Background: an optimization exercise with open tools, aiming at small area and a short achievable clock period. Do not read the settings as production practice.
At most, simulation tests tie the RTL to the original design; equivalence was not proved.
No functional check of the RTL was part of runs 1 to 5.
Power is estimated from default activity; no workload was simulated.

==> flow/design.v <==
module capu (
    input  wire        clk,
    input  wire [31:0] cur,           
    input  wire [31:0] w1,            
    input  wire [31:0] disp,          
    input  wire [1:0]  size,          
    output wire [33:0] base,          
    output wire [33:0] top,
    output wire [33:0] rep_lo,
    output wire [33:0] rep_hi,
    output wire [33:0] addr,          
    output wire        in_bounds,     
    output wire        rep_ok,        
    input  wire [32:0] b0,            
    input  wire [32:0] t0,
    output wire [4:0]  enc_e,
    output wire [9:0]  enc_b,
    output wire [9:0]  enc_t,
    output wire [32:0] enc_base,
    output wire [32:0] enc_top
);
    integer i;
    wire [4:0] e      = w1[31:27];
    wire       sealed = w1[6];
    wire [9:0] bm     = sealed ? {w1[26:20], 3'b000} : w1[26:17];
    wire [9:0] tm     = sealed ? {w1[19:13], 3'b000} : w1[16:7];
    wire       is22   = (e == 5'd22);
    reg [31:0] lm;                        
    always @(*)
        for (i = 0; i < 32; i = i + 1)
            lm[i] = (i < e + 10);
    wire [31:0] bmg = {22'd0, bm} << e;
    wire [31:0] tmg = {22'd0, tm} << e;
    wire kb  = ~is22 & ((cur & lm) < bmg);
    wire tlt = (tm < bm);
    wire ktp = is22 ? (tm == 10'd0) : (tlt & ~kb);    
    wire ktn = ~is22 & ~tlt & kb;                     
    wire [31:0] hu = cur | lm;            
    wire [31:0] hv = cur & ~lm;           
    wire [31:0] pa, po;                   
    capu_pfx #(32) u_pa (.g({31'd0, hu[0]}), .p(hu), .o(pa));
    capu_pfx #(32) u_po (.g(hv), .p({32{1'b1}}), .o(po));
    wire [32:0] ci  = {pa, 1'b1} & ~{1'b0, lm};
    wire [32:0] bi  = ~{po, 1'b0} & ~{1'b0, lm};
    wire [32:0] hh  = {1'b0, hv};
    wire [32:0] b33 = (hh ^ ({33{kb}} & bi)) | {1'b0, bmg};
    wire [32:0] r33 = (hh ^ ({33{~kb}} & ci)) | {1'b0, bmg};
    wire [32:0] t33 = (hh ^ (({33{ktp}} & ci) | ({33{ktn}} & bi))) | {1'b0, tmg};
    wire [33:0] a;                        
    capu_add #(34) u_a (.x({2'b00, cur}), .y({{2{disp[31]}}, disp}), .ci(1'b0), .s(a));
    reg [32:0] base_r, rh_r;
    reg [33:0] top_r, a_r;
    reg [1:0]  sz_r;
    reg        is22_r;
    always @(posedge clk) begin
        base_r <= b33;
        top_r  <= {ktn & bi[32], t33};
        rh_r   <= {r33[32], r33[31:0] & ~{32{r33[32]}}};    
        a_r    <= a;
        sz_r   <= size;
        is22_r <= is22;
    end
    wire [33:0] b_v = {base_r[32], base_r};
    wire ge_b = $signed(a_r) >= $signed(b_v);
    wire lt_r = $signed(a_r) < $signed({1'b0, rh_r});
    wire [2:0]  sm1 = (3'd1 << sz_r) - 3'd1;
    wire [34:0] xa  = {a_r[33], a_r};
    wire [34:0] xt  = ~{top_r[33], top_r};
    wire [34:0] xs  = {32'd0, sm1};
    wire [34:0] cs  = xa ^ xt ^ xs;
    wire [35:0] cc  = {(xa & xt) | (xa & xs) | (xt & xs), 1'b1};
    wire [34:0] cy;
    capu_pfx #(35) u_t (.g({cs[34:1] & cc[34:1], (cs[0] & cc[0])}), .p(cs ^ cc[34:0]), .o(cy));
    wire lt_t = cs[34] ^ cc[34] ^ cy[33];
    assign base      = b_v;
    assign rep_lo    = is22_r ? 34'd0 : b_v;
    assign top       = top_r;
    assign rep_hi    = {1'b0, rh_r};
    assign addr      = a_r;
    assign in_bounds = ge_b & lt_t;
    assign rep_ok    = (is22_r ? ~a_r[33] : ge_b) & lt_r;
    wire [32:0] l;
    capu_add #(33) u_l (.x(t0), .y(~b0), .ci(1'b1), .s(l));
    wire [32:0] bw = l ^ t0 ^ b0;         
    wire [32:0] tor;                      
    capu_pfx #(33) u_st (.g(t0), .p({33{1'b1}}), .o(tor));
    wire [32:0] st = {tor[31:0], 1'b0};   
    reg  [32:0] lr;
    wire [32:0] lorr;
    always @(*)
        for (i = 0; i < 33; i = i + 1)
            lr[i] = l[32 - i];
    capu_pfx #(33) u_lo (.g(lr), .p({33{1'b1}}), .o(lorr));
    reg  [33:0] lor;                      
    always @(*) begin
        lor[33] = 1'b0;
        for (i = 0; i < 33; i = i + 1)
            lor[i] = lorr[32 - i];
    end
    reg [21:0] xm;
    reg [8:0]  w;
    always @(*)
        for (i = 0; i < 22; i = i + 1) begin
            w     = l[i+8 -: 9];          
            xm[i] = lor[i+10] | (l[i+9] &
                    ((&w[8:6] & (|w[5:0] | bw[i] | st[i])) |
                     (&w[8:7] & ~w[6] & &w[5:0] & bw[i] & st[i])));
        end
    reg [32:0] b0_r, tm1_r;
    reg [21:0] em_r;
    always @(posedge clk) begin
        b0_r  <= b0;
        tm1_r <= t0 ^ ~st;                
        em_r  <= xm;
    end
    wire [32:0] em = {11'd0, em_r};
    wire [4:0]  xe;                       
    assign xe[4] = em_r[15];
    assign xe[3] = em_r[7] & ~em_r[15];
    assign xe[2] = (em_r[3] & ~em_r[7]) | (em_r[11] & ~em_r[15]) | em_r[19];
    assign xe[1] = (em_r[1] & ~em_r[3]) | (em_r[5] & ~em_r[7]) | (em_r[9] & ~em_r[11]) |
                   (em_r[13] & ~em_r[15]) | (em_r[17] & ~em_r[19]) | em_r[21];
    assign xe[0] = (em_r[0] & ~em_r[1]) | (em_r[2] & ~em_r[3]) | (em_r[4] & ~em_r[5]) |
                   (em_r[6] & ~em_r[7]) | (em_r[8] & ~em_r[9]) | (em_r[10] & ~em_r[11]) |
                   (em_r[12] & ~em_r[13]) | (em_r[14] & ~em_r[15]) | (em_r[16] & ~em_r[17]) |
                   (em_r[18] & ~em_r[19]) | (em_r[20] & ~em_r[21]);
    wire [32:0] ty = tm1_r | em;
    wire [32:0] ta;                       
    capu_pfx #(33) u_ta (.g({32'd0, ty[0]}), .p(ty), .o(ta));
    wire [9:0] wb, wt;
    capu_win u_wb (.x(b0_r), .e(xe), .y(wb));
    capu_win u_wt (.x(tm1_r), .e(xe), .y(wt));
    assign enc_e    = xe;
    assign enc_base = b0_r & ~em;
    assign enc_top  = ty ^ {ta[31:0], 1'b1};
    assign enc_b    = wb;
    assign enc_t    = wt + 10'd1;
endmodule
module capu_pfx #(parameter N = 32) (
    input  wire [N-1:0] g,
    input  wire [N-1:0] p,
    output wire [N-1:0] o
);
    localparam LG = $clog2(N);
    wire [N-1:0] gg [0:2*LG];
    wire [N-1:0] pp [0:2*LG];
    assign gg[0] = g;
    assign pp[0] = p;
    genvar l, i;
    generate
        for (l = 0; l < LG; l = l + 1) begin : up
            for (i = 0; i < N; i = i + 1) begin : b
                if ((i % (2 << l)) == (2 << l) - 1) begin : n
                    assign gg[l+1][i] = gg[l][i] | (pp[l][i] & gg[l][i-(1<<l)]);
                    assign pp[l+1][i] = pp[l][i] & pp[l][i-(1<<l)];
                end else begin : c
                    assign gg[l+1][i] = gg[l][i];
                    assign pp[l+1][i] = pp[l][i];
                end
            end
        end
        for (l = LG - 2; l >= 0; l = l - 1) begin : dn
            for (i = 0; i < N; i = i + 1) begin : b
                if ((i % (2 << l)) == (1 << l) - 1 && i >= (2 << l)) begin : n
                    assign gg[2*LG-1-l][i] = gg[2*LG-2-l][i] | (pp[2*LG-2-l][i] & gg[2*LG-2-l][i-(1<<l)]);
                    assign pp[2*LG-1-l][i] = pp[2*LG-2-l][i] & pp[2*LG-2-l][i-(1<<l)];
                end else begin : c
                    assign gg[2*LG-1-l][i] = gg[2*LG-2-l][i];
                    assign pp[2*LG-1-l][i] = pp[2*LG-2-l][i];
                end
            end
        end
    endgenerate
    assign o = gg[2*LG-1];
endmodule
module capu_add #(parameter N = 32) (
    input  wire [N-1:0] x,
    input  wire [N-1:0] y,
    input  wire         ci,
    output wire [N-1:0] s
);
    wire [N-1:0] p = x ^ y;
    wire [N-1:0] g = x & y;
    wire [N-1:0] c;
    capu_pfx #(N) u (.g({g[N-1:1], g[0] | (p[0] & ci)}), .p(p), .o(c));
    assign s = p ^ {c[N-2:0], ci};
endmodule
module capu_win (
    input  wire [32:0] x,
    input  wire [4:0]  e,
    output wire [9:0]  y
);
    wire [24:0] s16 = e[4] ? {8'd0, x[32:16]} : x[24:0];
    wire [16:0] s8  = e[3] ? s16[24:8] : s16[16:0];
    wire [12:0] s4  = e[2] ? s8[16:4]  : s8[12:0];
    wire [10:0] s2  = e[1] ? s4[12:2]  : s4[10:0];
    assign y = e[0] ? s2[10:1] : s2[9:0];
endmodule
==> flow/flow/run.sh <==
#!/bin/bash
# Standard layout, with the setup repair aiming for 9 ns of slack.
set -euo pipefail
bash standard.sh SETUP_SLACK_MARGIN=9 finish > layout.log 2>&1
==> flow/standard.sh <==
#!/bin/bash
# synth_recipe.tcl (not shown) runs the flow's synth.tcl, then flattens the netlist and writes it again
# the make line also repeats each setting of config.mk as NAME=value (left out here)
make -C /OpenROAD-flow-scripts/flow DESIGN_CONFIG=/design/flow/config.mk WORK_HOME=/design/flow/orfs CLKGATE_MAP_FILE= SYNTH_SCRIPT=/design/flow/synth_recipe.tcl "${@:-finish}"
==> flow/config.mk <==
export PLATFORM = sky130hd
export DESIGN_NAME = capu
export DESIGN_NICKNAME = capu
export VERILOG_FILES = /design/flow/design.v
export SDC_FILE = /design/flow/constraint.sdc
export NUM_CORES = 4
export LEC_CHECK = 0
export ABC_AREA = 1
export CAP_MARGIN = 30
export CORE_MARGIN = 2
export CORE_UTILIZATION = 40
export SLEW_MARGIN = 30
==> flow/constraint.sdc <==
create_clock -name core_clock -period 18.0 [get_ports {clk}]
set_input_delay 3.6000 -clock core_clock [delete_from_list [all_inputs] [get_ports {clk}]]
set_output_delay 3.6000 -clock core_clock [all_outputs]
set_load 0.01 [all_outputs]
==> run summary, run 1 <==
post-route minimum period 8.68 ns; worst slew pin tran 0.946 ns; Yosys top cell area share 20.9%; GRT busiest layer met2; Worst Hold Class primary input to flip-flop; Vias per Instance 5.25; worst IR drop on VDD 0.0803 mV; setup TNS 0 ns; CP Data Arrival Time 9.16 ns; crit end category flip-flop; fmax 115 MHz; CP bufs+invs 5; syn nets 3715; FF+latch count, synth 225; Final nets 4091; synthesized cell area 21500 sq um; total CTS buffers 29; core area 53500 sq um; Residual DRC 0; CP peak stage delay 0.70 ns; antenna-violating nets left 0; Static Leak 13.2 nW; CTS root buf clkbuf_16; hold depth 1; routability congestion estimate 0.958; critical path depth 20; DRT Wirelength 86.8 mm; Slew Limit Headroom 36.5%; sequential area share after synthesis 20.9%; YS warnings 5; Setup-failing EPs final 0; Crit Path Class primary input to flip-flop; Hold Vio Cnt, Final 0; max_cap viols 0; share of flip-flops with an asynchronous set or reset 0%; Synth Flop Type dfxtp_1; Multi-input gate area 14600 sq um; RSZ-0062 raised after global routing no; I/O pin count 428; post-synth top area cell dfxtp_1; Total GRT Usage 30.4%; pwr dens 86.1 nW/um^2; grt met3 use 4.65%; post-detail-place hpwl 72.7 mm; height of the die 236 microns; CTS Sinks 225; DIE WIDTH 236 microns; Mapped Cells 3248; # H-tree levels 1; wire per inst 20.0 microns; Die ar. 55700 sq um; total grt overflow 0; crit path max-delay cell type dlygate4sd2_1; Critical Path RT 18.48 ns; Worst Path Max Fanout 63; Netlist cell types 71; Commonest cells post-synth nand2_1 (731), inv_1 (504), nor2_1 (341); DRT iter0 DRCs 1658; Post-synth EDFFs 0; met1 usage in global routing 39.4%; Pins Over Slew Limit 0; Mapped Avg Cell Area 6.63 sq um; largest cells by area after synthesis dfxtp_1 (21%), ha_1 (16%), nand2_1 (13%); GR Util met2 51.7%; clock slew at reported path FFs 0.07 ns; # port buffers 420; kind of start point of the critical path primary input; Syn-to-layout area delta 26.8%; DR pass1 iterations 6; crit-path leading delay family simple AND/OR/NAND/NOR gates; FILL cells 5477; initial antenna violation count 2; Register Area 4510 sq um; first-pass GRT wire length 130 mm; clk buf depth 3; CTS tree done; number of global-route vias before repair 21600; placed cells 4284; status complete, no violations; row cnt 85; top-count cell post-synth nand2_1; Final Non-Filler Cells 4342; initial core utilization 40.3%; cell chain of the critical path dlygate4sd2_1 -> inv_2 -> o21ai_0 -> mux2i_1 -> o21ai_0 -> inv_1 -> o21ai_0 -> nand2_1 -> ha_1 -> nand3_1 -> or3_1 -> nor4_1 -> nand2_1 -> nand2_2 -> buf_6 -> nand2_1 -> nand2_4 -> inv_1 -> nand3_1 -> nand3_1; pin count of the biggest net entering global routing 64; Final Cycle Share 48.2%; via count 22800; layout cells sized above 1 5.27%
==> path summary, 6_finish.rpt <==
path,startpoint,to,slack [ns]
max,w1[27],top_r[0],9.32
min,size[0],sz_r[0],3.46
==> what timing repair did <==
action                     in CTS  in global routing
setup endpoints to repair      38                 25
hold buffers                    0                  0
resized for setup               3                  4
pin swaps                       0                  1
setup buffers                   0                  4
==> stage by stage <==
stage	total power [mW]	hold WS (ns)	setup slack (ns)	instance area (sq um)	utilization (%)
floorplan	1.23	3.63	11.01	21500	-
global placement	1.72	4.05	8.14	26200	49.0
detailed placement	1.72	4.06	8.11	26200	49.1
CTS	2.36	3.45	9.13	27300	51.0
global route	2.50	3.46	9.02	27300	51.1
finish	2.35	3.46	9.32	27300	51.1
==> report_power, final <==
group	leakage (nW)	internal (mW)	switching (mW)
Clock	0.482	0.373	0.254
Sequential	1.88	0.555	0.0654
Combinational	10.8	0.449	0.655
==> state kept, by name, indices dropped and copies added (netlist names) <==
register  count
em_r         22
b0_r         33
is22_r        1
top_r        34
tm1_r        33
rh_r         33
sz_r          2
a_r          34
base_r       33
==> logic make-up after synthesis <==
group                      Yosys count  share of synthesized area (%)
and+or+nand+nor                   1517                           31.1
buffers and inverters              622                           11.5
AOI/OAI and AO/OA                  456                           12.6
adders and majority gates          302                           18.7
DFF                                225                           20.9
xor gates and xnor gates           104                           4.23
muxes                               21                          0.976
other                                1                         0.0174
==> final cells by class <==
type | count | share of cell area, %
Antenna cell | 1 | 0.00916
Clock buffer | 39 | 2.94
Clock inverter | 13 | 0.756
Inverter | 529 | 7.28
Multi-Input combinational cell | 2401 | 53.4
Sequential cell | 225 | 16.5
Tap cell | 696 | 3.19
Timing Repair Buffer | 438 | 15.9
==> metal layers <==
| layer | routed length (microns) | share of wire [%] | vias to the layer above |
|---|---|---|---|
| met5 | 13 | 0.015 | - |
| met4 | 2770 | 3.2 | 2 |
| met3 | 5980 | 6.9 | 129 |
| met2 | 40500 | 47 | 803 |
| met1 | 37600 | 43 | 10500 |
| li1 | - | - | 11400 |
==> cells in the final DEF (no fill, tap or decap), types with 18 or more instances in the layout <==
cell type | Yosys | final
a21oi_1 | 132 | 132
a31oi_1 | 26 | 26
clkbuf_16 | 0 | 29
clkdlybuf4s50_1 | 0 | 419
dfxtp_1 | 225 | 224
fa_1 | 34 | 34
ha_1 | 268 | 268
inv_1 | 504 | 504
inv_2 | 20 | 20
mux2i_1 | 21 | 21
nand2_1 | 731 | 730
nand3_1 | 222 | 222
nand4_1 | 44 | 44
nor2_1 | 341 | 341
nor3_1 | 50 | 50
nor4_1 | 22 | 22
o211ai_1 | 25 | 25
o21ai_0 | 145 | 141
o21ai_1 | 18 | 21
o221ai_1 | 18 | 18
or2_2 | 35 | 35
xnor2_1 | 38 | 38
xor2_1 | 66 | 66
==> run 2: changes to the inputs <==
==> flow/flow/run.sh (replaced) <==
#!/bin/bash
# Standard layout, with the port buffers of cell buf_2 and the setup repair
# aiming for 9 ns of slack.
set -euo pipefail
bash standard.sh "BUFFER_PORTS_ARGS=-buffer_cell sky130_fd_sc_hd__buf_2" SETUP_SLACK_MARGIN=9 finish > layout.log 2>&1
==> run 2 against run 1 <==
Still clean on timing, DRC and antenna. First-iteration DRC count increased by 8.9%. Global-route usage decreased by 0.79 points. Final cell count about the same. Area after synthesis unchanged. Clock-buffer cell count unchanged. Worst setup slack got worse by 0.033 ns.
==> run summary, run 2 <==
status complete, no violations; Final nets 4085 (-0.15%); Commonest cells post-synth nand2_1 (731), inv_1 (504), nor2_1 (341); Syn-to-layout area delta 17.0%; worst IR drop on VDD 0.0673 mV (-16%); CTS Sinks 225 (unchanged); DRT Wirelength 84.4 mm (-2.7%); Post-CTS Resized 0 (-3); setup TNS 0 ns (unchanged); DIE WIDTH 236 microns (unchanged); first-pass GRT wire length 127 mm (-2.1%); DRT iter0 DRCs 1806 (+8.9%); Yosys top cell area share 20.9% (unchanged); RSZ-0062 raised after global routing no; pre-CTS setup slack 8.67 ns (+0.554 ns); layout cells sized above 1 16.8% (+12 points); fmax 115 MHz (-0.38%); commonest non-fill, non-tap cell in the layout nand2_1; largest cells by area after synthesis dfxtp_1 (21%), ha_1 (16%), nand2_1 (13%); FILL cells 5678 (+3.7%); antenna-violating nets left 0 (unchanged); routability congestion estimate 0.993 (+3.6%); share of flip-flops with an asynchronous set or reset 0% (unchanged); initial antenna violation count 1 (-1); DR pass1 iterations 6 (unchanged); Setup-failing EPs final 0 (unchanged); max_cap viols 0 (unchanged); via count 22800 (+0.10%); Pins Over Slew Limit 0 (unchanged); Mapped Avg Cell Area 6.63 sq um (unchanged); initial core utilization 40.3% (unchanged); wire per inst 19.5 microns (-2.7%); YS warnings 5 (unchanged); total grt overflow 0 (unchanged); CTS root buf clkbuf_16; kind of start point of the critical path primary input; I/O pin count 428 (unchanged); number of global-route vias before repair 21400 (-0.80%); CP Data Arrival Time 9.17 ns (about the same); Die ar. 55700 sq um (unchanged); Top Registers a_r x34, top_r x34; synthesized cell area 21500 sq um (unchanged); row cnt 85 (unchanged); DP Area 24100 sq um (-8.1%); Worst Hold Class primary input to flip-flop; Post-synth EDFFs 0 (unchanged); post-route worst setup slack 9.29 ns (-0.0331 ns); total CTS buffers 30 (+3.4%); pwr dens 89.5 nW/um^2 (+4.0%); Final Cycle Share 48.4% (+0.18 points); Vias per Instance 5.26 (+0.17%); post-detail-place hpwl 71.2 mm (-2.1%); clock slew at reported path FFs 0.07 ns (about the same); Static Leak 13.4 nW (+1.8%); # H-tree levels 1 (unchanged); commonest non-fill, non-tap cells in the layout nand2_1 (730), inv_1 (504), buf_2 (420), nor2_1 (341), ha_1 (268); post-synth top area cell dfxtp_1; Total GRT Usage 29.6% (-0.79 points); FF+latch count, synth 225 (unchanged); pin count of the biggest net entering global routing 63 (-1.6%); crit end category flip-flop; clk buf depth 3 (unchanged); Slew Limit Headroom 38.0% (+1.6 points); Crit Path Class primary input to flip-flop; CTS tree done; worst slew pin tran 0.928 ns (-0.0173 ns); Hold Vio Cnt, Final 0 (unchanged); Synth Flop Type dfxtp_1; syn nets 3715 (unchanged); Worst Path Max Fanout 62 (-1.6%); Residual DRC 0 (unchanged); Netlist cell types 71 (unchanged); Hold-fix buffers, CTS 0 (unchanged); design area 25200 sq um (-7.7%); top-count cell post-synth nand2_1; Critical Path RT 18.46 ns (-0.02 ns); post-route minimum period 8.71 ns (+0.0331 ns); height of the die 236 microns (unchanged); sequential area share after synthesis 20.9% (unchanged); Setup Fix Bufs, Post-CTS 0 (unchanged); Mapped Cells 3248 (unchanged); core area 53500 sq um (unchanged); # port buffers 420 (unchanged)
run 2: changes by cell type in the layout (fill, tap and decap cells not counted), moves of 3 or more:
cell | previous run | this run
clkbuf_8 | 4 | 7
o21ai_0 | 141 | 144
clkbuf_1 | 6 | 1
clkinv_2 | 0 | 5
clkdlybuf4s50_1 | 419 | 0
buf_2 | 0 | 420
buf_4 | 15 | 9
run 2: cell families after synthesis:
kind of cell               after synthesis  share of synthesized area, %
xor gates and xnor gates               104                          4.23
muxes                                   21                         0.976
other                                    1                        0.0174
adders and majority gates              302                          18.7
buffers and inverters                  622                          11.5
and+or+nand+nor                       1517                          31.1
DFF                                    225                          20.9
AOI/OAI and AO/OA                      456                          12.6
run 2: through the flow:
stage / hold WS [ns] / cells / utilization, % / power [mW]
5_1_grt: 3.11 / 4338 / 47.1 / 2.41
4_1_cts: 3.10 / 4337 / 47.1 / 2.26
2_1_floorplan: 3.63 / 3248 / - / 1.23
6_report: 3.12 / 4339 / 47.1 / 2.26
3_3_place_gp: 3.72 / 4281 / 45.1 / 1.61
3_5_place_dp: 3.72 / 4281 / 45.1 / 1.61
run 2: layer usage:
layer / part of all wire (%) / vias to the layer above / GRT usage, % / wire (microns)
met4: 3.4 / 0 / 9.94 / 2870
met3: 6.8 / 134 / 4.00 / 5760
met1: 43 / 10500 / 38.7 / 36700
met5: 0 / - / 0 / 0
li1: - / 11400 / - / -
met2: 46 / 853 / 50.0 / 39100
run 2: path summary, 6_finish.rpt:
path,startpoint,depth (start not counted),to
worst max-delay path,w1[31],22,top_r[0]
worst min-delay path,b0[29],1,b0_r[29]
run 2: critical path, cell delays in order:
cell and delay, ns:
buf_2 0.55, inv_2 0.50, nand3_1 0.29, nand2_4 0.15, nand2_4 0.23, inv_4 0.16, nor2_1 0.22, inv_1 0.11
nor2_1 0.12, ha_1 0.17, nand2_1 0.07, or3_1 0.42, nor4_1 0.40, nand2_1 0.13, nand2_2 0.10, buf_6 0.46
nand2_1 0.09, nand2_1 0.53, buf_4 0.41, inv_1 0.21, nand3_1 0.11, nand3_1 0.09
run 2: cell type report:
cell class,count,area [sq um],share of cell area [%]
multi-input cells,2401,14600,57.8
flip-flops and latches,225,4510,17.9
repair buffers,431,2190,8.70
inverters,529,1990,7.90
clock buffers,39,876,3.48
well taps,696,871,3.46
clock inverters,17,190,0.755
diodes,1,2.50,0.00993
run 2: report_power, final:
group | switching (mW) | total, mW | leakage (nW) | internal, mW
logic | 0.645 | 0.990 | 11.0 | 0.345
clock network | 0.260 | 0.647 | 0.523 | 0.387
registers | 0.0637 | 0.618 | 1.88 | 0.555
total | 0.969 | 2.26 | 13.4 | 1.29
==> run 3: changes to the inputs <==
==> flow/flow/run.sh (replaced) <==
#!/bin/bash
# Standard layout, with the port buffers of cell buf_1 and the setup repair
# aiming for 9 ns of slack.
set -euo pipefail
bash standard.sh "BUFFER_PORTS_ARGS=-buffer_cell sky130_fd_sc_hd__buf_1" SETUP_SLACK_MARGIN=9 finish > layout.log 2>&1
==> run 3 against run 2 <==
Still clean on timing, DRC and antenna. Worst hold slack better by 0.0064 ns. Combinational power down 2.8%. Synthesized cell count is the same. Clock power down 4.5%. Routed wire length shrank 0.56%. First-iteration DRC count fell by 0.39%. Clock-buffer cell count shrank 1. Non-clock buffer count grew 5. Power down 2.5%. Largest cell class unchanged.
==> run summary, run 3 <==
post-route minimum period 8.56 ns (-0.150 ns); antenna-violating nets left 0 (unchanged); pwr dens 89.2 nW/um^2 (-0.37%); DR pass1 iterations 6 (unchanged); hold depth 1 (unchanged); Post-synth EDFFs 0 (unchanged); post-detail-place hpwl 70.5 mm (-0.98%); Hold Path Origin b0[29]; DRT Wirelength 83.9 mm (-0.56%); placed cells 4286 (+0.12%); Crit Path Class primary input to flip-flop; syn nets 3715 (unchanged); worst slew pin tran 0.845 ns (-0.0831 ns); Commonest cells post-synth nand2_1 (731), inv_1 (504), nor2_1 (341); Yosys top cell area share 20.9% (unchanged); CTS root buf clkbuf_16; # port buffers 420 (unchanged); cell chain of the critical path clkbuf_2 -> inv_2 -> o21ai_0 -> nand2_1 -> nand2_1 -> nand2_1 -> o21ai_0 -> inv_1 -> o22ai_1 -> nand2_1 -> ha_1 -> nand2_1 -> inv_1 -> nand3_1 -> or3_1 -> nor4_1 -> nand2_1 -> nand2_2 -> buf_4 -> nand2_1 -> nand2_4 -> inv_1 -> nand3_1 -> nand3_1; initial core utilization 40.3% (unchanged); DP Area 23600 sq um (-2.0%); met1 usage in global routing 37.6% (-1.1 points); crit end category flip-flop; fmax 117 MHz (+1.8%); Setup-failing EPs final 0 (unchanged); largest family of logic cells by synthesized area simple AND/OR/NAND/NOR gates; Top Registers a_r x34, top_r x34; Residual DRC 0 (unchanged); worst IR drop on VDD 0.0682 mV (+1.4%); initial antenna violation count 0 (-1); Mapped Cells 3248 (unchanged); multiplexer share of the synthesized area 0.976% (unchanged); clk buf depth 3 (unchanged); CP Data Arrival Time 9.04 ns (-0.13 ns); CTS tree done; first-pass GRT wire length 125 mm (-1.5%); RSZ-0062 raised after global routing no; crit path from w1[27]; FF+latch count, synth 225 (unchanged); kind of start point of the critical path primary input; total grt overflow 0 (unchanged); I/O pin count 428 (unchanged); Static Leak 12.1 nW (-9.9%); Slew Limit Headroom 43.2% (+5.2 points); Mapped Avg Cell Area 6.63 sq um (unchanged); row cnt 85 (unchanged); max_cap viols 0 (unchanged); GRT busiest layer met2; commonest non-fill, non-tap cell in the layout nand2_1; design area 24700 sq um (-2.1%); Syn-to-layout area delta 14.5%; post-synth top area cell dfxtp_1; sequential area share after synthesis 20.9% (unchanged); core area 53500 sq um (unchanged); # H-tree levels 1 (unchanged); Netlist cell types 71 (unchanged); total CTS buffers 31 (+3.3%); Hold Vio Cnt, Final 0 (unchanged); compound-gate portion of the synthesized area 12.6% (unchanged); Critical Path RT 18.48 ns (+0.02 ns); DIE WIDTH 236 microns (unchanged); routability congestion estimate 0.985 (-0.80%); via count 22900 (+0.31%); synthesized cell area 21500 sq um (unchanged); Final Util 46.1% (-1.0 points); top-count cell post-synth nand2_1; post-synthesis adder-cell area fraction 18.7% (unchanged); layout cells sized above 1 5.37% (-11 points); commonest non-fill, non-tap cells in the layout nand2_1 (730), inv_1 (504), buf_1 (419), nor2_1 (341), ha_1 (268); YS warnings 5 (unchanged); share of flip-flops with an asynchronous set or reset 0% (unchanged); Vias per Instance 5.27 (+0.17%); post-synthesis xor/xnor area fraction 4.23% (unchanged); Worst Hold Class primary input to flip-flop; Final Non-Filler Cells 4345 (+0.14%); clock slew at reported path FFs 0.06 ns (about the same); area share of and/or/nand/nor cells after synthesis 31.1% (unchanged); crit path max-delay cell type buf_4; Pins Over Slew Limit 0 (unchanged); wire per inst 19.3 microns (-0.70%); Die ar. 55700 sq um (unchanged); height of the die 236 microns (unchanged); Diodes inserted 0 (-1); CP peak stage delay 0.52 ns (-0.03 ns); Final Cycle Share 47.6% (-0.83 points); number of global-route vias before repair 21300 (-0.36%); setup TNS 0 ns (unchanged); CTS Sinks 225 (unchanged); GR Util met2 49.2% (-0.79 points); Worst Path Max Fanout 39 (-37%); grt met3 use 5.01% (+1.0 points); DRT iter0 DRCs 1799 (-0.39%); Final nets 4091 (+0.15%); status complete, no violations; Synth Flop Type dfxtp_1; pin count of the biggest net entering global routing 62 (-1.6%); Most common cell on crit path nand2_1; largest cells by area after synthesis dfxtp_1 (21%), ha_1 (16%), nand2_1 (13%); Total GRT Usage 29.2% (-0.41 points)
run 3: worst max-delay path: cells and delay by family:
kind                       cells  cell delay, ns
adders and majority gates      1            0.34
and+or+nand+nor               14            2.66
AOI/OAI and AO/OA              3            0.83
buffers and inverters          6            1.54
run 3: per-stage QoR:
step | power [mW] | setup slack [ns] | hold slack [ns]
finish | 2.20 | 9.44 | 3.13
global route | 2.35 | 9.16 | 3.11
CTS | 2.21 | 9.16 | 3.10
detailed placement | 1.58 | 8.23 | 3.73
global placement | 1.58 | 8.30 | 3.72
floorplan | 1.23 | 11.01 | 3.63
run 3: cells by family (layout without fill, tap and decap cells):
group | Yosys count | in the layout
AOI/OAI and AO/OA | 456 | 456
xor gates and xnor gates | 104 | 104
adders and majority gates | 302 | 302
buffers and inverters | 622 | 1023
DFF | 225 | 225
muxes | 21 | 21
other | 1 | 1
and+or+nand+nor | 1517 | 1517
run 3: cell type report:
cell class	instances	area (sq um)
Fill cell	5720	28800
Timing Repair Buffer	436	1700
Clock inverter	20	195
Clock buffer	38	822
Multi-Input combinational cell	2401	14600
Tap cell	696	871
Inverter	529	1990
Sequential cell	225	4510
run 3: path summary, 6_finish.rpt:
| kind | endpoint | slack (ns) |
|---|---|---|
| setup / recovery | top_r[0] | 9.44 |
| hold / removal | b0_r[29] | 3.13 |
run 3: where the power goes:
group,internal [mW],switching (mW)
Clock,0.357,0.261
Sequential,0.555,0.0645
Combinational,0.317,0.645
Total,1.23,0.970
run 3: timing repair:
item,4_1_cts,5_1_grt
setup endpoints to repair,2,36
buffers inserted,0,0
hold buffers,0,0
resized for setup,1,4
run 3: routing by layer:
metal  part of all wire [%]  vias up  wire (microns)
li1                       -    11400               -
met1                     43    10400           36000
met2                     46      962           38200
met3                    8.0      133            6690
met4                    3.6        0            2990
met5                      0        -               0
==> run 4: changes to the inputs <==
==> flow/flow/run.sh (replaced) <==
#!/bin/bash
# Standard layout, with buf_1 port buffers and the setup repair aiming for
# 10 ns of slack.
set -euo pipefail
bash standard.sh "BUFFER_PORTS_ARGS=-buffer_cell sky130_fd_sc_hd__buf_1" SETUP_SLACK_MARGIN=10 finish > layout.log 2>&1
==> run 4 against run 3 <==
Cell area increased by 0.32%. Clock-buffer cell count is the same. First-iteration DRC count rose by 2.8%. Routed wire length shrank 0.14%. Sequential power hardly changed. Critical path depth decreased by 4. Flip-flop and latch count unchanged. Clock power hardly changed. Synthesized cell count did not move. Via count decreased by 0.24%.
==> run summary, run 4 <==
crit end category flip-flop; Mapped Avg Cell Area 6.63 sq um (unchanged); commonest non-fill, non-tap cells in the layout nand2_1 (728), inv_1 (504), buf_1 (419), nor2_1 (339), ha_1 (268); routability congestion estimate 0.985 (unchanged); DP Area 23600 sq um (unchanged); kind of start point of the critical path primary input; worst slew pin tran 0.899 ns (+0.0542 ns); Hold Path Origin b0[29]; Register Area 4510 sq um (unchanged); placed cells 4286 (unchanged); antenna-violating nets left 0 (unchanged); total CTS buffers 31 (unchanged); initial core utilization 40.3% (unchanged); top-count cell post-synth nand2_1; Final Hold Slack 3.13 ns (+0.000460 ns); CP peak stage delay 0.49 ns (-0.03 ns); commonest non-fill, non-tap cell in the layout nand2_1; FF+latch count, synth 225 (unchanged); Commonest cells post-synth nand2_1 (731), inv_1 (504), nor2_1 (341); max_cap viols 0 (unchanged); CP bufs+invs 4 (-2); crit path max-delay cell type o21ai_0; Crit Path Class primary input to flip-flop; Final nets 4092 (+0.024%); Netlist cell types 71 (unchanged); Final Non-Filler Cells 4346 (+0.023%); CTS tree done; post-synth top area cell dfxtp_1; Setup-failing EPs final 0 (unchanged); Critical Path RT 18.50 ns (+0.02 ns); crit-path leading delay family compound AO/OA/AOI/OAI gates; wire per inst 19.3 microns (-0.17%); Top Registers a_r x34, top_r x34; status complete, no violations; Final Cycle Share 43.0% (-4.6 points); Worst Hold Class primary input to flip-flop; CTS root buf clkbuf_16; Static Leak 12.1 nW (+0.22%); Vias per Instance 5.26 (-0.26%); DRT Wirelength 83.8 mm (-0.14%); layout cells sized above 1 5.64% (+0.27 points); worst IR drop on VDD 0.0681 mV (-0.12%); share of flip-flops with an asynchronous set or reset 0% (unchanged); number of global-route vias before repair 21300 (+0.066%); clk buf depth 3 (unchanged); fmax 129 MHz (+11%); Multi-input gate area 14600 sq um (+0.36%); DR pass1 iterations 6 (unchanged); pin count of the biggest net entering global routing 62 (unchanged); Slew Limit Headroom 39.6% (-3.6 points); DRT iter0 DRCs 1849 (+2.8%); Hold Vio Cnt, Final 0 (unchanged); RSZ-0062 raised after global routing no; hold depth 1 (unchanged); via count 22800 (-0.24%); core area 53500 sq um (unchanged); first-pass GRT wire length 126 mm (about the same); post-route minimum period 7.74 ns (-0.821 ns); design area 24700 sq um (+0.32%); Most common cell on crit path nand2_1; synthesized cell area 21500 sq um (unchanged); # H-tree levels 1 (unchanged); Worst Path Max Fanout 61 (+56%); initial antenna violation count 0 (unchanged); syn nets 3715 (unchanged); YS warnings 5 (unchanged); post-detail-place hpwl 70.5 mm (unchanged); height of the die 236 microns (unchanged); Die ar. 55700 sq um (unchanged); Syn-to-layout area delta 14.9%; pwr dens 89.1 nW/um^2 (about the same); FILL cells 5709 (-0.19%); Synth Flop Type dfxtp_1; largest cells by area after synthesis dfxtp_1 (21%), ha_1 (16%), nand2_1 (13%); # port buffers 420 (unchanged); DIE WIDTH 236 microns (unchanged); cell chain of the critical path buf_1 -> clkinv_1 -> nand2_1 -> o21ai_2 -> nand2_1 -> nand2_1 -> nand2_1 -> o21ai_0 -> nand2_1 -> ha_1 -> a21oi_1 -> a21oi_1 -> a2111oi_0 -> nand2_1 -> nand2_1 -> nand2_8 -> inv_2 -> clkbuf_8 -> nand2_1 -> o22ai_1; Yosys top cell area share 20.9% (unchanged); Total GRT Usage 29.2% (about the same); Post-synth EDFFs 0 (unchanged); worst hold endpoint b0_r[29]; total grt overflow 0 (unchanged); sequential area share after synthesis 20.9% (unchanged); I/O pin count 428 (unchanged); clock slew at reported path FFs 0.06 ns (about the same); CP Data Arrival Time 8.24 ns (-0.80 ns); Mapped Cells 3248 (unchanged); Pins Over Slew Limit 0 (unchanged); setup TNS 0 ns (unchanged); row cnt 85 (unchanged); Residual DRC 0 (unchanged); Diodes inserted 0 (unchanged); Hold-fix buffers, CTS 0 (unchanged); CTS Sinks 225 (unchanged)
## run 4: cell counts after synthesis
No cell type changed its count.
## run 4: worst max path at each step
stage / depth (start not counted) / startpoint / endpoint / slack, ns
floorplan: 27 / t0[0] / em_r[12] / 11.01
global placement: 20 / w1[27] / top_r[0] / 8.30
detailed placement: 20 / w1[27] / top_r[0] / 8.23
CTS: 24 / w1[27] / top_r[0] / 9.99
global route: 23 / w1[6] / top_r[0] / 10.01
finish: 20 / w1[6] / top_r[32] / 10.26
## run 4: repair_timing
action,4_1_cts,5_1_grt
resized for setup,11,20
buffers inserted,1,0
setup endpoints to repair,94,75
hold endpoints to repair,0,0
pin swaps,1,0
## run 4: power by group
part / internal (mW) / switching (mW)
Combinational: 0.320 / 0.646
Clock: 0.357 / 0.261
Sequential: 0.555 / 0.0645
Total: 1.23 / 0.972
## run 4: cell type report
type | instances | area share [%]
Sequential cell | 225 | 18.2
Multi-Input combinational cell | 2401 | 59.1
Clock inverter | 20 | 0.789
Timing Repair Buffer | 437 | 6.97
Inverter | 529 | 8.05
Tap cell | 696 | 3.52
Clock buffer | 38 | 3.32
## run 4: metal layers
metal  part of all wire, %  vias up  track usage, %
met5                     0        -               0
met4                   3.6        0            9.77
met3                   8.0      130            5.02
met2                    46      951            49.3
met1                    43    10400            37.5
li1                      -    11400               -
## run 4: through the flow
| step | power [mW] | util, % | worst slack (ns) |
|---|---|---|---|
| global placement | 1.58 | 44.2 | 8.30 |
| CTS | 2.21 | 46.1 | 9.99 |
| global route | 2.36 | 46.2 | 10.01 |
| finish | 2.20 | 46.2 | 10.26 |
| detailed placement | 1.58 | 44.2 | 8.23 |
| floorplan | 1.23 | - | 11.01 |
## run 4: logic make-up (layout without fill, tap and decap cells)
kind of cell / count (synthesis) / after routing / share of synthesized area, %
muxes: 21 / 21 / 0.976
DFF: 225 / 225 / 20.9
and+or+nand+nor: 1517 / 1517 / 31.1
adders and majority gates: 302 / 302 / 18.7
xor gates and xnor gates: 104 / 104 / 4.23
buffers and inverters: 622 / 1024 / 11.5
other: 1 / 1 / 0.0174
AOI/OAI and AO/OA: 456 / 456 / 12.6
==> run 5: changes to the inputs <==
--- a/flow/config.mk
+++ b/flow/config.mk
@@ -8,5 +8,5 @@
 export ABC_AREA = 1
 export CAP_MARGIN = 30
 export CORE_MARGIN = 2
-export CORE_UTILIZATION = 40
+export CORE_UTILIZATION = 60
 export SLEW_MARGIN = 30
==> run 5 against run 4 <==
Utilization rose by 22 points. Clock power down 2%. Largest cell class unchanged. Global-route usage increased by 12 points. Critical path depth stayed put. Critical endpoint is now top_r[0]. Area after synthesis unchanged.
==> run summary, run 5 <==
Slew Limit Headroom 38.4% (-1.2 points); Mapped Avg Cell Area 6.63 sq um (unchanged); clk buf depth 3 (unchanged); pin count of the biggest net entering global routing 64 (+3.2%); fmax 129 MHz (-0.45%); total CTS buffers 27 (-13%); Worst Path Max Fanout 62 (+1.6%); Setup-failing EPs final 0 (unchanged); Syn-to-layout area delta 13.0%; DIE WIDTH 193 microns (-18%); placed cells 4050 (-5.5%); kind of start point of the critical path primary input; post-synth top area cell dfxtp_1; status complete, no violations; Reg power frac 28.1% (about the same); FILL cells 3190 (-44%); sequential area share after synthesis 20.9% (unchanged); Vias per Instance 5.85 (+11%); commonest non-fill, non-tap cell in the layout nand2_1; clock network power share 27.8% (-0.2 points); Top Registers a_r x34, top_r x34; crit end category flip-flop; commonest non-fill, non-tap cells in the layout nand2_1 (729), inv_1 (504), buf_1 (419), nor2_1 (339), ha_1 (268); total grt overflow 0 (unchanged); Multi-input gate area 14600 sq um (-0.34%); antenna-violating nets left 0 (unchanged); I/O pin count 428 (unchanged); Final Non-Filler Cells 4107 (-5.5%); initial core utilization 60.7% (+20 points); FF+latch count, synth 225 (unchanged); row cnt 69 (-19%); Pins Over Slew Limit 0 (unchanged); Hold Path Origin size[0]; Mapped Cells 3248 (unchanged); first-pass GRT wire length 122 mm (-2.6%); Hold-fix buffers, CTS 0 (unchanged); core area 35500 sq um (-34%); Final Cycle Share 43.2% (+0.19 points); CTS root buf clkbuf_16; Netlist cell types 71 (unchanged); DRT Wirelength 79.4 mm (-5.3%); Synth Flop Type dfxtp_1; max_cap viols 0 (unchanged); CTS Sinks 225 (unchanged); Register Area 4500 sq um (about the same); DRT iter0 DRCs 2347 (+27%); layout cells sized above 1 5.33% (-0.31 points); Yosys top cell area share 20.9% (unchanged); post-route minimum period 7.78 ns (+0.0347 ns); number of global-route vias before repair 23200 (+8.6%); # H-tree levels 1 (unchanged); clock slew at reported path FFs 0.07 ns (about the same); Total GRT Usage 40.8% (+12 points); initial antenna violation count 6 (+6); routability congestion estimate 1.01 (+2.2%); Static Leak 12.1 nW (-0.36%); Hold Vio Cnt, Final 0 (unchanged); top-count cell post-synth nand2_1; RSZ-0062 raised after global routing yes; pwr dens 89.5 nW/um^2 (+0.47%); Critical Path RT 18.42 ns (-0.08 ns); share of flip-flops with an asynchronous set or reset 0% (unchanged); setup TNS 0 ns (unchanged); Net Sw Power 0.941 mW (-3.2%); wire per inst 19.3 microns (+0.22%); via count 24000 (+5.1%); syn nets 3715 (unchanged); worst hold endpoint sz_r[0]; Comb pwr share 44.1% (+0.2 points); P_int 1.24 mW (+0.53%); post-detail-place hpwl 64.5 mm (-8.4%); worst IR drop on VDD 0.0867 mV (+27%); # port buffers 420 (unchanged); Crit Path Class primary input to flip-flop; sw frac 43.2% (-0.93 points); Residual DRC 0 (unchanged); synthesized cell area 21500 sq um (unchanged); largest cells by area after synthesis dfxtp_1 (21%), ha_1 (16%), nand2_1 (13%); Final nets 4086 (-0.15%); DR pass1 iterations 8 (+2); hold depth 1 (unchanged); Die ar. 37400 sq um (-33%); Post-synth EDFFs 0 (unchanged); YS warnings 5 (unchanged); worst slew pin tran 0.917 ns (+0.0178 ns); Commonest cells post-synth nand2_1 (731), inv_1 (504), nor2_1 (341); height of the die 193 microns (-18%); Worst Hold Class primary input to flip-flop; CP Data Arrival Time 8.19 ns (-0.05 ns); CTS tree done
-- run 5: cell counts after synthesis --
No cell type changed its count.
-- run 5: per-stage QoR --
| stage | instance area (sq um) | hold WS, ns | setup slack, ns | utilization (%) | total power, mW |
|---|---|---|---|---|---|
| after floorplan | 21500 | 3.63 | 11.01 | - | 1.23 |
| after global placement | 23300 | 3.69 | 9.21 | 65.7 | 1.51 |
| after detailed placement | 23300 | 3.69 | 9.08 | 65.7 | 1.55 |
| after CTS | 24300 | 3.10 | 10.12 | 68.5 | 2.16 |
| after global routing | 24300 | 3.10 | 9.92 | 68.6 | 2.31 |
| final | 24300 | 3.11 | 10.22 | 68.6 | 2.18 |
-- run 5: repair_timing --
| item | in CTS | in global routing |
|---|---|---|
| gates resized for setup | 5 | 15 |
| buffers inserted | 0 | 0 |
| setup endpoints to repair | 38 | 83 |
| pin swaps | 0 | 0 |
| gates cloned | 0 | 0 |
-- run 5: area by class of cell --
type                            instances  share of cell area [%]
Antenna cell                            6                  0.0617
Clock buffer                           31                    2.96
Clock inverter                         19                    1.02
Inverter                              529                    8.19
Multi-Input combinational cell       2401                    59.9
Sequential cell                       225                    18.5
Tap cell                              461                    2.37
Timing Repair Buffer                  435                    7.03
-- run 5: how the worst max path moves through the flow --
stage / depth (start not counted) / start / endpoint
after floorplan: 27 / t0[0] / em_r[12]
after global placement: 25 / w1[27] / top_r[0]
after detailed placement: 25 / w1[27] / top_r[0]
after CTS: 23 / w1[31] / top_r[0]
after global routing: 26 / w1[6] / top_r[0]
final: 20 / w1[29] / top_r[0]
-- run 5: logic make-up (layout without fill, tap and decap cells) --
| family | count (synthesis) | after routing | synth area share [%] |
|---|---|---|---|
| AOI/OAI and AO/OA | 456 | 456 | 12.6 |
| xor gates and xnor gates | 104 | 104 | 4.23 |
| adders and majority gates | 302 | 302 | 18.7 |
| buffers and inverters | 622 | 1014 | 11.5 |
| DFF | 225 | 225 | 20.9 |
| muxes | 21 | 21 | 0.976 |
| other | 1 | 7 | 0.0174 |
| and+or+nand+nor | 1517 | 1517 | 31.1 |
-- run 5: critical path: stages --
cell and delay [ns]:
buf_1 0.07, buf_4 0.22, inv_1 0.68, mux2i_1 0.38, o21ai_0 0.17, o22ai_1 0.43, inv_1 0.14, ha_1 0.31
nand2_1 0.04, or3_1 0.39, a31oi_1 0.17, nor4_1 0.07, nand2_2 0.15, buf_8 0.37, nand2_1 0.09, nand2_1 0.09
buf_6 0.31, inv_1 0.24, nand3_1 0.12, nand3_1 0.14
-- run 5: power by group through the flow --
stage	sequential, mW	combinational, mW	clock, mW
3_5_place_dp	0.621	0.929	0
3_3_place_gp	0.619	0.894	0
5_1_grt	0.617	1.06	0.628
4_1_cts	0.610	0.940	0.607
2_1_floorplan	0.620	0.615	0
6_report	0.613	0.961	0.606
-- run 5: metal layers --
metal / share of wire [%] / track usage [%]
met1: 37 / 47.4
met2: 46 / 68.9
met3: 9.0 / 6.62
met4: 8.0 / 28.4
met5: 0 / 0
==> run 6: changes to the inputs <==
--- a/flow/design.v
+++ b/flow/design.v
@@ -141,7 +141,7 @@
     input  wire [N-1:0] p,
     output wire [N-1:0] o
 );
-    localparam LG = $clog2(N);
+    localparam LG = (N <= 2) ? 1 : (N <= 4) ? 2 : (N <= 8) ? 3 : (N <= 16) ? 4 : (N <= 32) ? 5 : 6;
     wire [N-1:0] gg [0:2*LG];
     wire [N-1:0] pp [0:2*LG];
     assign gg[0] = g;
--- a/flow/config.mk
+++ b/flow/config.mk
@@ -8,5 +8,5 @@
 export ABC_AREA = 1
 export CAP_MARGIN = 30
 export CORE_MARGIN = 2
-export CORE_UTILIZATION = 60
+export CORE_UTILIZATION = 40
 export SLEW_MARGIN = 30
==> run 6 against run 5 <==
Still clean. Combinational power increased by 0.6%. Global-route usage shrank 12 points. Clock power rose by 2%. Utilization fell by 22 points. Final cell count up 5.8%. Largest cell class unchanged. First-iteration DRC count down 21%. Routed wire length up 5.6%. Non-clock buffer count increased by 2. Largest power group unchanged. Fmax up 0.45%.
==> run summary, run 6 <==
DR pass1 iterations 6 (-2); syn nets 3715 (unchanged); Synth Flop Type dfxtp_1; initial core utilization 40.3% (-20 points); # H-tree levels 1 (unchanged); fmax 129 MHz (+0.45%); kind of start point of the critical path primary input; Netlist cell types 71 (unchanged); crit end category flip-flop; total grt overflow 0 (unchanged); Final Cycle Share 43.0% (-0.19 points); DRT iter0 DRCs 1849 (-21%); Mapped Cells 3248 (unchanged); Yosys top cell area share 20.9% (unchanged); post-route minimum period 7.74 ns (-0.0347 ns); share of flip-flops with an asynchronous set or reset 0% (unchanged); multiplexer share of the synthesized area 0.976% (unchanged); worst slew pin tran 0.899 ns (-0.0178 ns); first-pass GRT wire length 126 mm (+2.7%); sequential area share after synthesis 20.9% (unchanged); YS warnings 5 (unchanged); setup TNS 0 ns (unchanged); height of the die 236 microns (+22%); via count 22800 (-4.9%); CP endpoint top_r[32]; clk buf depth 3 (unchanged); Vias per Instance 5.26 (-10%); Die ar. 55700 sq um (+49%); CP Data Arrival Time 8.24 ns (+0.05 ns); CTS root buf clkbuf_16; pwr dens 89.1 nW/um^2 (-0.47%); area share of and/or/nand/nor cells after synthesis 31.1% (unchanged); Total GRT Usage 29.2% (-12 points); clock slew at reported path FFs 0.06 ns (about the same); Static Leak 12.1 nW (+0.36%); Crit Path Class primary input to flip-flop; post-synthesis adder-cell area fraction 18.7% (unchanged); Commonest cells post-synth nand2_1 (731), inv_1 (504), nor2_1 (341); design area 24700 sq um (+1.6%); CTS tree done; row cnt 85 (+23%); I/O pin count 428 (unchanged); FF+latch count, synth 225 (unchanged); Worst Hold Class primary input to flip-flop; largest cells by area after synthesis dfxtp_1 (21%), ha_1 (16%), nand2_1 (13%); DIE WIDTH 236 microns (+22%); Final nets 4092 (+0.15%); cell chain of the critical path buf_1 -> clkinv_1 -> nand2_1 -> o21ai_2 -> nand2_1 -> nand2_1 -> nand2_1 -> o21ai_0 -> nand2_1 -> ha_1 -> a21oi_1 -> a21oi_1 -> a2111oi_0 -> nand2_1 -> nand2_1 -> nand2_8 -> inv_2 -> clkbuf_8 -> nand2_1 -> o22ai_1; Setup-failing EPs final 0 (unchanged); post-synthesis xor/xnor area fraction 4.23% (unchanged); Top Registers a_r x34, top_r x34; Pins Over Slew Limit 0 (unchanged); status complete, no violations; CTS Sinks 225 (unchanged); post-synth top area cell dfxtp_1; layout cells sized above 1 5.64% (+0.31 points); compound-gate portion of the synthesized area 12.6% (unchanged); pin count of the biggest net entering global routing 62 (-3.1%); Hold Vio Cnt, Final 0 (unchanged); RSZ-0062 raised after global routing no; largest family of logic cells by synthesized area simple AND/OR/NAND/NOR gates; worst IR drop on VDD 0.0681 mV (-21%); wire per inst 19.3 microns (-0.22%); crit path from w1[6]; max_cap viols 0 (unchanged); routability congestion estimate 0.985 (-2.2%); crit path max-delay cell type o21ai_0; antenna-violating nets left 0 (unchanged); DP Area 23600 sq um (+1.3%); top-count cell post-synth nand2_1; Final Hold Slack 3.13 ns (+0.0151 ns); synthesized cell area 21500 sq um (unchanged); Most common cell on crit path nand2_1; Slew Limit Headroom 39.6% (+1.2 points); initial antenna violation count 0 (-6); Syn-to-layout area delta 14.9%; Critical Path RT 18.50 ns (+0.08 ns); total CTS buffers 31 (+15%); post-detail-place hpwl 70.5 mm (+9.2%); # port buffers 420 (unchanged); FILL cells 5709 (+79%); Residual DRC 0 (unchanged); commonest non-fill, non-tap cells in the layout nand2_1 (728), inv_1 (504), buf_1 (419), nor2_1 (339), ha_1 (268); CP peak stage delay 0.49 ns (-0.19 ns); Mapped Avg Cell Area 6.63 sq um (unchanged); commonest non-fill, non-tap cell in the layout nand2_1; number of global-route vias before repair 21300 (-7.9%); Hold-fix buffers, CTS 0 (unchanged); core area 53500 sq um (+51%); Worst Path Max Fanout 61 (-1.6%); Post-synth EDFFs 0 (unchanged); DRT Wirelength 83.8 mm (+5.6%); Diodes inserted 0 (-6)
## run 6: cell counts after synthesis
Identical to the previous run, type by type.
## run 6: report_power, final
part	leakage, nW	switching [mW]	internal (mW)
registers	1.88	0.0645	0.555
logic	9.72	0.646	0.320
clock network	0.498	0.261	0.357
total	12.1	0.972	1.23
## run 6: area by class of cell
type / count / area [sq um] / share of cell area [%]
multi-input combinational: 2401 / 14600 / 59.1
sequential: 225 / 4510 / 18.2
inverter: 529 / 1990 / 8.05
timing repair buffer: 437 / 1730 / 6.97
tap: 696 / 871 / 3.52
clock buffer: 38 / 822 / 3.32
clock inverter: 20 / 195 / 0.789
## run 6: how the worst min path moves through the flow
stage           start  endpoint  slack (ns)  depth (start not counted)
2_1_floorplan   b0[0]   b0_r[0]        3.63                          0
3_3_place_gp   b0[28]  b0_r[28]        3.72                          1
3_5_place_dp   b0[28]  b0_r[28]        3.73                          1
4_1_cts        b0[29]  b0_r[29]        3.10                          1
5_1_grt        b0[29]  b0_r[29]        3.11                          1
6_report       b0[29]  b0_r[29]        3.13                          1
## run 6: layer usage
layer  track usage [%]  share of wire, %
met3              5.02               8.0
met4              9.77               3.6
met1              37.5                43
met5                 0                 0
met2              49.3                46
## run 6: stage by stage
step	power, mW	instances	worst slack (ns)	util, %
5_1_grt	2.36	4346	10.01	46.2
6_report	2.20	4346	10.26	46.2
3_3_place_gp	1.58	4286	8.30	44.2
4_1_cts	2.21	4345	9.99	46.1
2_1_floorplan	1.23	3248	11.01	-
3_5_place_dp	1.58	4286	8.23	44.2
## run 6: cells by family after synthesis
logic type	after synthesis
flip-flops	225
other	1
adder cells (fa/ha/maj)	302
multiplexers	21
buffers and inverters	622
AND/OR/NAND/NOR	1517
AO/OA/AOI/OAI	456
XOR/XNOR	104
## run 6: worst max-delay path: cells and delay by family
family / cells / cell delay [ns]
adder cells (fa/ha/maj): 1 / 0.38
AO/OA/AOI/OAI: 6 / 1.75
AND/OR/NAND/NOR: 9 / 1.46
buffers and inverters: 4 / 1.01
## run 6: timing repair
action	in CTS	in global routing
setup endpoints to repair	94	75
pin swaps	1	0
gates resized for setup	11	20
buffers inserted	1	0
cloned	0	0
==> run 7: changes to the inputs <==
--- a/flow/design.v
+++ b/flow/design.v
@@ -31,7 +31,9 @@
             lm[i] = (i < e + 10);
     wire [31:0] bmg = {22'd0, bm} << e;
     wire [31:0] tmg = {22'd0, tm} << e;
-    wire kb  = ~is22 & ((cur & lm) < bmg);
+    wire [9:0] cpos;
+    capu_win u_cp (.x({1'b0, cur}), .e(e), .y(cpos));
+    wire kb  = ~is22 & (sealed ? (cpos < {w1[26:20], 3'b000}) : (cpos < w1[26:17]));
     wire tlt = (tm < bm);
     wire ktp = is22 ? (tm == 10'd0) : (tlt & ~kb);    
     wire ktn = ~is22 & ~tlt & kb;                     
==> run 7 against run 6 <==
Global-route usage is 0.26 points lower. Clock power is 8.4% lower. Critical path type is now flip-flop to output port. Utilization is 0.069 points higher. Largest power group unchanged. Clock-buffer cell count decreased by 3. Largest cell class unchanged. Critical endpoint is now enc_top[31]. Combinational power is 5.1% lower.
==> run summary, run 7 <==
# H-tree levels 1 (unchanged); wire per inst 18.9 microns (-1.8%); total CTS buffers 27 (-13%); cell chain of the critical path nor2_1 -> inv_1 -> ha_1 -> nor3b_1 -> nand3b_1 -> inv_1 -> nand3_1 -> nor2_1 -> nand2_1 -> nor2_2 -> nand2_1 -> nor3_1 -> nand2_1 -> nor2_1 -> nand3_2 -> nor3_1 -> ha_1 -> xor2_1 -> buf_1; Total GRT Usage 28.9% (-0.26 points); share of flip-flops with an asynchronous set or reset 0% (unchanged); height of the die 235 microns (-0.64%); clk buf depth 3 (unchanged); Worst Hold Class primary input to flip-flop; P_int 1.20 mW (-2.3%); I/O pin count 428 (unchanged); post-detail-place hpwl 69.1 mm (-1.9%); CP Data Arrival Time 4.09 ns (-4.15 ns); initial antenna violation count 6 (+6); clock slew at reported path FFs 0.06 ns (about the same); commonest non-fill, non-tap cell in the layout nand2_1; Register Area 4510 sq um (unchanged); syn nets 3698 (-0.46%); row cnt 84 (-1.2%); DRT Wirelength 82.1 mm (-2.1%); FF+latch count, synth 225 (unchanged); first-pass GRT wire length 121 mm (-3.3%); Final Cycle Share 42.7% (-0.30 points); Residual DRC 0 (unchanged); Tot Pwr 2.10 mW (-4.7%); Pins Over Slew Limit 0 (unchanged); worst slew pin tran 1.06 ns (+0.161 ns); CP peak stage delay 0.46 ns (-0.03 ns); Reg power frac 29.3% (+1.2 points); YS warnings 5 (unchanged); Hold-fix buffers, CTS 0 (unchanged); Synth Flop Type dfxtp_1; crit path max-delay cell type dfxtp_1; setup TNS 0 ns (unchanged); Mapped Avg Cell Area 6.54 sq um (-1.4%); CTS tree done; max_cap viols 0 (unchanged); clock network power share 27.0% (-1.0 points); top-count cell post-synth nand2_1; core area 52600 sq um (-1.8%); Mapped Cells 3252 (+0.12%); crit end category output port; antenna-violating nets left 0 (unchanged); post-route minimum period 7.69 ns (-0.0532 ns); pwr dens 86.3 nW/um^2 (-3.2%); sequential area share after synthesis 21.2% (+0.28 points); FILL cells 5730 (+0.37%); Commonest cells post-synth nand2_1 (794), inv_1 (514), nor2_1 (290); CTS root buf clkbuf_16; Comb pwr share 43.7% (-0.2 points); Top Registers a_r x34, top_r x34; largest cells by area after synthesis dfxtp_1 (21%), ha_1 (15%), nand2_1 (14%); # port buffers 420 (unchanged); Syn-to-layout area delta 14.5%; Worst Path Max Fanout 3 (-95%); DIE WIDTH 235 microns (-0.64%); Die ar. 55000 sq um (-1.3%); sw frac 42.7% (-1.4 points); Setup-failing EPs final 0 (unchanged); Static Leak 11.9 nW (-1.3%); Multi-input gate area 14300 sq um (-2.1%); Net Sw Power 0.896 mW (-7.8%); Hold Vio Cnt, Final 0 (unchanged); Slew Limit Headroom 28.7% (-11 points); via count 22700 (-0.63%); fmax 130 MHz (+0.69%); post-synth top area cell dfxtp_1; CTS Sinks 225 (unchanged); RSZ-0062 raised after global routing no; total grt overflow 0 (unchanged); kind of start point of the critical path flip-flop; layout cells sized above 1 4.06% (-1.6 points); DR pass1 iterations 6 (unchanged); Yosys top cell area share 21.2% (+0.28 points); routability congestion estimate 0.981 (-0.42%); pin count of the biggest net entering global routing 46 (-26%); Vias per Instance 5.24 (-0.33%); DRT iter0 DRCs 1723 (-6.8%); commonest non-fill, non-tap cells in the layout nand2_1 (793), inv_1 (512), buf_1 (420), nor2_1 (288), ha_1 (247); Final nets 4070 (-0.54%); Post-synth EDFFs 0 (unchanged); CP bufs+invs 3 (-1); Netlist cell types 66 (-7.0%); Crit Path Class flip-flop to output port; Critical Path RT 14.40 ns (-4.10 ns); synthesized cell area 21300 sq um (-1.3%); number of global-route vias before repair 21300 (-0.19%); status complete, no violations; crit-path leading delay family simple AND/OR/NAND/NOR gates; worst IR drop on VDD 0.0630 mV (-7.6%); initial core utilization 40.5% (+0.19 points)
==> run 7: cell types whose count changed after synthesis, sizes merged, moves of 8 or more <==
cell / change
a21oi: +18
a22oi: +9
ha: -21
nand2: +58
nand3: -11
nand4: -12
nor2: -57
nor3: -8
o211ai: +12
o21ai: +28
or2: -13
xor2: +9
==> run 7: metrics by stage <==
step                utilization [%]  cells  instance area (sq um)  worst slack (ns)  hold WS (ns)
finish                         46.3   4333                  24300             10.31          3.14
global route                   46.3   4333                  24300             10.02          3.13
CTS                            46.2   4329                  24300             10.01          3.13
detailed placement             44.4   4278                  23300              8.06          3.71
global placement               44.4   4278                  23300              8.11          3.71
floorplan                         -   3252                  21300             10.95          3.63
==> run 7: logic make-up (layout without fill, tap and decap cells) <==
logic type	count (synthesis)	in the layout	synth area share [%]
AO/OA/AOI/OAI	518	518	14.3
AND/OR/NAND/NOR	1469	1470	29.5
XOR/XNOR	111	111	4.57
other	1	3	0.0176
flip-flops	225	225	21.2
multiplexers	23	23	1.08
adder cells (fa/ha/maj)	281	281	17.7
buffers and inverters	624	1014	11.6
==> run 7: final timing paths <==
path	startpoint	end	slack [ns]	depth (start not counted)
worst min-delay path	size[1]	sz_r[1]	3.14	1
worst max-delay path	tm1_r[0]	enc_top[31]	10.31	19
==> run 7: timing repair <==
action	CTS	global route
gates resized for setup	6	8
pin swaps	1	0
gates cloned	1	0
endpoints found under the setup margin	97	105
setup buffers	2	2
==> run 7: power by group through the flow <==
| stage | Clock [mW] | Sequential, mW | Combinational (mW) |
|---|---|---|---|
| 4_1_cts | 0.576 | 0.617 | 0.915 |
| 5_1_grt | 0.594 | 0.621 | 1.04 |
| 3_5_place_dp | 0 | 0.628 | 0.909 |
| 6_report | 0.566 | 0.616 | 0.918 |
| 2_1_floorplan | 0 | 0.621 | 0.592 |
| 3_3_place_gp | 0 | 0.629 | 0.903 |
==> run 7: cell type report <==
type | count | area share (%)
Multi-Input combinational cell | 2404 | 58.8
Sequential cell | 225 | 18.5
Inverter | 527 | 8.20
Timing Repair Buffer | 439 | 7.13
Tap cell | 688 | 3.54
Clock buffer | 35 | 3.11
Clock inverter | 13 | 0.658
Antenna cell | 2 | 0.0206
==> run 7: per-layer routing <==
layer | GRT usage, % | vias up | share of wire (%)
met5 | 0 | - | 0.069
met4 | 12.3 | 8 | 4.6
met3 | 4.17 | 164 | 5.9
met2 | 52.3 | 776 | 50
met1 | 33.9 | 10400 | 40
li1 | - | 11400 | -
==> run 8: changes to the inputs <==
==> flow/flow/run.sh (replaced) <==
#!/bin/bash
# Standard layout, with buf_1 port buffers and the setup repair aiming for
# 12 ns of slack.
set -euo pipefail
bash standard.sh "BUFFER_PORTS_ARGS=-buffer_cell sky130_fd_sc_hd__buf_1" SETUP_SLACK_MARGIN=12 finish > layout.log 2>&1
==> run 8 against run 7 <==
Clock-buffer cell count down 1. Power up 26%. Routed wire length up 19%. Critical path depth down 2. Utilization up 15 points. Worst setup slack better by 0.75 ns. Area after synthesis unchanged. Sequential power up 2%. Still clean. Fmax up 11%. Flip-flop and latch count unchanged. Clock power up 5.7%.
==> run summary, run 8 <==
setup TNS 0 ns (unchanged); worst slew pin tran 0.974 ns (-0.0863 ns); clk buf depth 3 (unchanged); compound-gate portion of the synthesized area 14.3% (unchanged); design area 32000 sq um (+32%); routability congestion estimate 0.982 (+0.15%); first-pass GRT wire length 138 mm (+13%); Critical Path RT 14.40 ns (about the same); CP bufs+invs 2 (-1); post-synthesis xor/xnor area fraction 4.57% (unchanged); largest cells by area after synthesis dfxtp_1 (21%), ha_1 (15%), nand2_1 (14%); crit path max-delay cell type dfxtp_1; Mapped Cells 3252 (unchanged); Worst Path Max Fanout 3 (unchanged); Hold Path Origin size[0]; wire per inst 21.1 microns (+11%); DR pass1 iterations 7 (+1); DP Area 23900 sq um (+2.3%); DRT Wirelength 97.8 mm (+19%); Hold Vio Cnt, Final 0 (unchanged); largest family of logic cells by synthesized area simple AND/OR/NAND/NOR gates; sw frac 44.0% (+1.3 points); share of flip-flops with an asynchronous set or reset 0% (unchanged); hold depth 1 (unchanged); number of global-route vias before repair 23600 (+11%); core area 52600 sq um (unchanged); # H-tree levels 1 (unchanged); top-count cell post-synth nand2_1; clock network power share 22.5% (-4.5 points); row cnt 84 (unchanged); post-route minimum period 6.94 ns (-0.747 ns); P_int 1.49 mW (+24%); Most common cell on crit path nor2_4; worst hold endpoint sz_r[0]; # port buffers 420 (unchanged); pin count of the biggest net entering global routing 43 (-6.5%); DRT iter0 DRCs 2065 (+20%); RSZ-0062 raised after global routing yes; multiplexer share of the synthesized area 1.08% (unchanged); Worst Hold Class primary input to flip-flop; Final Util 60.9% (+15 points); height of the die 235 microns (unchanged); clock slew at reported path FFs 0.06 ns (about the same); kind of start point of the critical path flip-flop; layout cells sized above 1 31.6% (+28 points); initial core utilization 40.5% (unchanged); CTS root buf clkbuf_16; Top Registers a_r x34, top_r x34; Yosys top cell area share 21.2% (unchanged); initial antenna violation count 6 (unchanged); Commonest cells post-synth nand2_1 (794), inv_1 (514), nor2_1 (290); total CTS buffers 29 (+7.4%); Syn-to-layout area delta 50.6%; Final nets 4364 (+7.2%); Reg power frac 23.5% (-5.8 points); area share of and/or/nand/nor cells after synthesis 29.5% (unchanged); Comb pwr share 53.9% (+10 points); Netlist cell types 66 (unchanged); crit path from tm1_r[2]; Post-synth EDFFs 0 (unchanged); pwr dens 83.0 nW/um^2 (-3.8%); CTS Sinks 225 (unchanged); post-synth top area cell dfxtp_1; commonest non-fill, non-tap cell in the layout nand2_1; Slew Limit Headroom 34.6% (+5.9 points); Residual DRC 0 (unchanged); via count 25500 (+12%); cell chain of the critical path nor2_1 -> nor3b_4 -> nand3b_1 -> inv_2 -> nand3_4 -> nor2_4 -> nand2_2 -> nor2_4 -> nand2_4 -> nor3_4 -> nand2_2 -> nor2_4 -> nand3_4 -> nor3_2 -> ha_2 -> xor2_2 -> buf_2; CP Data Arrival Time 3.34 ns (-0.75 ns); fmax 144 MHz (+11%); post-synthesis adder-cell area fraction 17.7% (unchanged); syn nets 3698 (unchanged); FF+latch count, synth 225 (unchanged); post-detail-place hpwl 69.3 mm (+0.29%); sequential area share after synthesis 21.2% (unchanged); Final Cycle Share 38.6% (-4.2 points); Total GRT Usage 33.1% (+4.2 points); Pins Over Slew Limit 0 (unchanged); Mapped Avg Cell Area 6.54 sq um (unchanged); status complete, no violations; FILL cells 4902 (-14%); crit-path leading delay family simple AND/OR/NAND/NOR gates; Die ar. 55000 sq um (unchanged); commonest non-fill, non-tap cells in the layout nand2_1 (568), inv_1 (455), buf_1 (338), nor2_1 (235), ha_1 (208); Vias per Instance 5.51 (+5.1%); synthesized cell area 21300 sq um (unchanged); DIE WIDTH 235 microns (unchanged); CP peak stage delay 0.45 ns (about the same); worst IR drop on VDD 0.0660 mV (+4.8%); Hold-fix buffers, CTS 0 (unchanged); I/O pin count 428 (unchanged); CTS tree done; Setup-failing EPs final 0 (unchanged); max_cap viols 0 (unchanged); crit end category output port; total grt overflow 0 (unchanged); Crit Path Class flip-flop to output port; Synth Flop Type dfxtp_1; YS warnings 5 (unchanged); Net Sw Power 1.17 mW (+30%); Static Leak 15.5 nW (+30%); antenna-violating nets left 0 (unchanged)
[run 8: cell count changes in the layout (fill, tap and decap cells not counted), sizes merged, moves of 4 or more]
cell / change
inv: +5
clkinv: +10
clkbuf: +18
buf: +245
nand2: +11
bufbuf: +4
clkinvlp: +5
[run 8: cells by family after synthesis]
| logic type | Yosys count |
|---|---|
| buf+inv | 624 |
| other cells | 1 |
| simple gates | 1469 |
| compound gates | 518 |
| flops | 225 |
| xor+xnor | 111 |
| mux | 23 |
| fa+ha+maj | 281 |
[run 8: power by group through the flow]
stage               clock [mW]  sequential (mW)  combinational, mW
floorplan                    0            0.621              0.634
CTS                      0.611            0.624               1.26
detailed placement           0            0.630              0.943
global route             0.628            0.629               1.55
finish                   0.598            0.626               1.43
global placement             0            0.631              0.937
[run 8: repair_timing]
action	CTS	global route
pin swaps	238	224
setup buffers	164	94
endpoints found under the setup margin	195	189
resized for setup	712	454
cloned	39	2
[run 8: per-layer routing]
| metal | up-vias | wire length [microns] | GRT usage (%) | share of wire [%] |
|---|---|---|---|---|
| met5 | - | 0 | 0 | 0 |
| li1 | 12000 | - | - | - |
| met4 | 0 | 7050 | 19.1 | 7.2 |
| met3 | 414 | 8030 | 6.03 | 8.2 |
| met1 | 11800 | 36300 | 38.3 | 37 |
| met2 | 1341 | 46400 | 57.1 | 47 |
[run 8: how the worst max path moves through the flow]
stage / to / slack [ns] / cells after the start
2_1_floorplan: em_r[1] / 11.43 / 25
3_3_place_gp: rh_r[14] / 8.83 / 23
3_5_place_dp: rh_r[14] / 8.80 / 23
4_1_cts: enc_top[31] / 11.01 / 19
5_1_grt: in_bounds / 10.94 / 17
6_report: enc_top[31] / 11.06 / 17
[run 8: layout make-up]
type                       instances  area (sq um)  share of cell area, %
antenna                            5          12.5                 0.0391
clock buffer                      34           774                   2.42
clock inverter                    20           213                  0.664
inverter                         527          2150                   6.72
multi-input combinational       2415         18300                   57.2
sequential                       225          4580                   14.3
tap                              688           861                   2.69
timing repair buffer             707          4890                   15.3
timing repair inverter            13           213                  0.664
[run 8: stage by stage]
step	cells	total power, mW	hold WS, ns	setup slack, ns
global route	4632	2.81	3.12	10.94
detailed placement	4276	1.57	3.70	8.80
CTS	4533	2.50	3.09	11.01
global placement	4276	1.57	3.70	8.83
finish	4634	2.66	3.13	11.06
floorplan	3252	1.26	3.63	11.43

Check on run 8: ideal ports give 11.059 ns setup slack; a clkbuf_16 on the clock port and buf_2 on the inputs give 10.989 ns; moving port delays by the midpoint clock arrival (0.641 ns) as well gives 10.846 ns.
